From an optimization exercise on the open Yosys and OpenROAD flow, aimed at small area, a short achievable clock period and few clock cycles; shortcuts taken in it are not production practice. The RTL was checked by simulation tests, not by an equivalence proof against the original design.

==> flow/design.v (excerpt) <==
module press_aes (
    input  wire         clk,
    input  wire         rst,         
    input  wire         key_valid,
    output wire         key_ready,
    input  wire [1:0]   key_len,     
    input  wire [255:0] key,
    input  wire         in_valid,
    output wire         in_ready,
    input  wire         in_dec,      
    input  wire [127:0] in_data,
    output wire         out_valid,
    input  wire         out_ready,
    output wire [127:0] out_data
);
==> flow/config.mk <==
export PLATFORM = sky130hd
export DESIGN_NAME = press_aes
export DESIGN_NICKNAME = press_aes
export VERILOG_FILES = /design/flow/design.v
export SDC_FILE = /design/flow/constraint.sdc
export NUM_CORES = 8
export LEC_CHECK = 0
export ABC_CLOCK_PERIOD_IN_PS = 3500
export CAP_MARGIN = 20
export CORE_MARGIN = 2
export CORE_UTILIZATION = 45
export CTS_CLUSTER_DIAMETER = 150
export CTS_CLUSTER_SIZE = 16
export PLACE_DENSITY = 0.6
export SETUP_SLACK_MARGIN = 5
export SLEW_MARGIN = 20
==> flow/constraint.sdc <==
create_clock -name core_clock -period 12.0 [get_ports {clk}]
set_input_delay 2.4000 -clock core_clock [delete_from_list [all_inputs] [get_ports {clk}]]
set_output_delay 2.4000 -clock core_clock [all_outputs]
set_load 0.01 [all_outputs]
standard.sh (not shown) runs the stock make flow with config.mk's settings and CLKGATE_MAP_FILE= SYNTH_SCRIPT=/design/flow/synth_recipe.tcl, a recipe that flattens the netlist after the stock synthesis.
==> flow/flow/run.sh <==
#!/bin/bash
set -euo pipefail
W=$PWD
export OWN_ABC_SCRIPT=$W/flow/abc_map.script
{
  cat <<'TCL'
# ORFS's synthesis calls abc with its own -script; use ours instead.
proc abc {args} {
  set i [lsearch -exact $args -script]
  if {$i >= 0} { lset args [expr {$i + 1}] $::env(OWN_ABC_SCRIPT) }
  puts "abc with own script: $args"
  yosys abc {*}$args
}
TCL
  cat synth_recipe.tcl
} > own_synth.tcl
bash standard.sh SYNTH_SCRIPT=$W/own_synth.tcl SETUP_SLACK_MARGIN=8.2 \
  "BUFFER_PORTS_ARGS=-buffer_cell sky130_fd_sc_hd__buf_1" finish > flow.log 2>&1
==> flow/flow/abc_map.script <==
&get -n
&st
&syn2
&dch
&if -g -K 6
&synch2
&nf -R 1000
&st
&syn2
&dch
&if -g -K 6
&synch2
&nf -R 1000
&put
The first run finished clean.
Testbench counts at the start, summed over its fixed seeds: cycles 29,355.
Then changed:
--- a/flow/flow/run.sh
+++ b/flow/flow/run.sh
@@ -15,4 +15,4 @@
   cat synth_recipe.tcl
 } > own_synth.tcl
-bash standard.sh SYNTH_SCRIPT=$W/own_synth.tcl SETUP_SLACK_MARGIN=8.2 \
+bash standard.sh SYNTH_SCRIPT=$W/own_synth.tcl SETUP_SLACK_MARGIN=8 \
   "BUFFER_PORTS_ARGS=-buffer_cell sky130_fd_sc_hd__buf_1" finish > flow.log 2>&1
==> flow/flow/abc_map.script (replaced) <==
&get -n
&st
&dch
&if -g -K 6
&synch2
&nf -R 1000
&st
&dch
&if -g -K 6
&synch2
&nf -R 1000
&put
After rerunning:
- sequential cell count is unchanged
- final area shrinks by a few percent
- clock-buffer cell count does not change
- utilization is lower by 1.2 points
- first-iteration DRC count went down by a few percent
- synthesized area is about the same

## trial 21
press_aes, a different RTL version from the one above (not shown whole).
Size: about 13000 cells after synthesis, roughly 1600 flip-flops, roughly 520 I/O pins, ~130000 µm² of cells after synthesis.
// press_aes
module press_aes (
    input  wire         clk,
    input  wire         rst,         
    input  wire         key_valid,
    output wire         key_ready,
    input  wire [1:0]   key_len,     
    input  wire [255:0] key,
    input  wire         in_valid,
    output wire         in_ready,
    input  wire         in_dec,      
    input  wire [127:0] in_data,
    output wire         out_valid,
    input  wire         out_ready,
    output wire [127:0] out_data
);
    reg         key_ok;      
    reg [1:0]   klen;        
    reg         f_raw;       
    reg         f_end;       
    reg [255:0] kst;
    reg [1:0]   ib_n;        
    reg         ib0_dec, ib1_dec;
    reg [127:0] ib0, ib1;    
    reg         st_v;
    reg [15:0]  st_dec;
    reg [127:0] st;          
    reg         r1_v, r1_last;
    reg [15:0]  r1_dec;
    reg [191:0] r1;          
    reg         r2_v, r2_last;
    reg [15:0]  r2_dec;
    reg [127:0] r2;          
    reg         ovalid;
    reg [127:0] obuf;
    reg         in_rdy, key_rdy;
    reg         eact;        
    reg         econv;       
    reg [5:0]   ecyc;
    reg         edir;        
    reg [1:0]   elen;        
    reg [255:0] kw;          
    reg [3:0]   srem;        
    reg [1:0]   sdly;        
    reg [1:0]   q3;          
    reg         qodd;        
    reg [7:0]   rc;          
    reg [2:0]   tpos;        
    reg [31:0]  sreg;        
    reg         srot;        
    reg [7:0]   srcon;       
    reg [47:0]  kmid;        
    reg [31:0]  tw;          
    reg [5:0]   erem;        
    wire [3:0] enr  = (elen == 2'd0) ? 4'd10 : (elen == 2'd1) ? 4'd12 : 4'd14;
    wire stall_arm = r2_v && r2_last && ovalid;
    wire stall     = stall_arm && !out_ready;
    wire e_free  = !eact ? !stall_arm : (!econv && erem == 6'd0 && !ovalid);
    wire ib_any  = (ib_n != 2'd0);
    wire admit_x = ib_any && (ib0_dec == f_end) && e_free;
    wire conv_go = ib_any && (ib0_dec != f_end) && !eact && !stall;
    wire admit_n = ib_any && eact && !econv && (ecyc == 6'd1 || ecyc == 6'd2) &&
                   (ib0_dec == edir);
    wire pop_ns  = admit_x || admit_n;
    wire pop     = admit_x || (admit_n && !stall);
    wire start   = admit_x || conv_go;
    wire kpend   = (srem != 4'd0);
    wire e_load  = eact && (ecyc == 6'd2) && !stall;
    wire e_step  = eact && kpend && (sdly == 2'd0) && !stall;
  ...
==> flow/config.mk <==
export PLATFORM = sky130hd
export DESIGN_NAME = press_aes
export DESIGN_NICKNAME = press_aes
export VERILOG_FILES = /design/flow/design.v
export SDC_FILE = /design/flow/constraint.sdc
export NUM_CORES = 8
export LEC_CHECK = 0
export ABC_CLOCK_PERIOD_IN_PS = 3500
export CAP_MARGIN = 20
export CORE_MARGIN = 2
export CORE_UTILIZATION = 45
export PLACE_DENSITY = 0.6
export SETUP_SLACK_MARGIN = 5
export SLEW_MARGIN = 20
==> flow/constraint.sdc <==
create_clock -name core_clock -period 12.0 [get_ports {clk}]
set_input_delay 2.4000 -clock core_clock [delete_from_list [all_inputs] [get_ports {clk}]]
set_output_delay 2.4000 -clock core_clock [all_outputs]
set_load 0.01 [all_outputs]
==> flow/flow/run.sh <==
#!/bin/bash
set -euo pipefail
bash standard.sh SETUP_SLACK_MARGIN=8 "BUFFER_PORTS_ARGS=-buffer_cell sky130_fd_sc_hd__buf_1" finish > flow.log 2>&1
Trial 21 reached the end of the flow, and the finished layout is clean on the timing, DRC and antenna checks.
Testbench counts of trial 21, summed over its fixed seeds: cycles 29,406.
The following lists how trial 7 was set up differently from trial 21:
- an added CTS_CLUSTER_DIAMETER of 200
- an added CTS_CLUSTER_SIZE of 20
Delta (trial 7 minus trial 21): critical path depth shows an increase of 1.

separate check: timing with driven ports:
The results above use ideal ports. As a check the final layouts listed here were re-extracted and re-timed, cells and wires unchanged.
Step 1: set_driving_cell puts a clkbuf_16 on clk and a buf_2 on each other input, an assumption about the parent block.
Step 2, shift: input delay + t, output delay - t, t = (earliest + latest rising clock arrival at the registers) / 2. This alone moves slack from input paths to output paths.
Three values: ideal, step 1, step 2; two values: the first two.
run | t (ns) | setup WS [ns] | worst setup path at the end | latest minus earliest clock arrival (ns)
the first run of note 1 | 0.931 | 8.019 / 7.916 / 7.182 | input to register | 0.047 / 0.047
the second run of note 1 | 0.948 | 7.859 / 7.859 / 7.167 | input to register | 0.070 / 0.070
trial 21 | 1.032 | 7.820 / 7.820 / 6.988 | input to register | 0.090 / 0.089
trial 7 | 0.912 | 7.895 / 7.895 / 7.070 | input to register | 0.102 / 0.103
After both steps setup and hold are still met in every run listed. For the first run of note 1, which loses most, drivers alone change the setup slack by -0.103 ns; drivers and shift together by -0.837 ns.
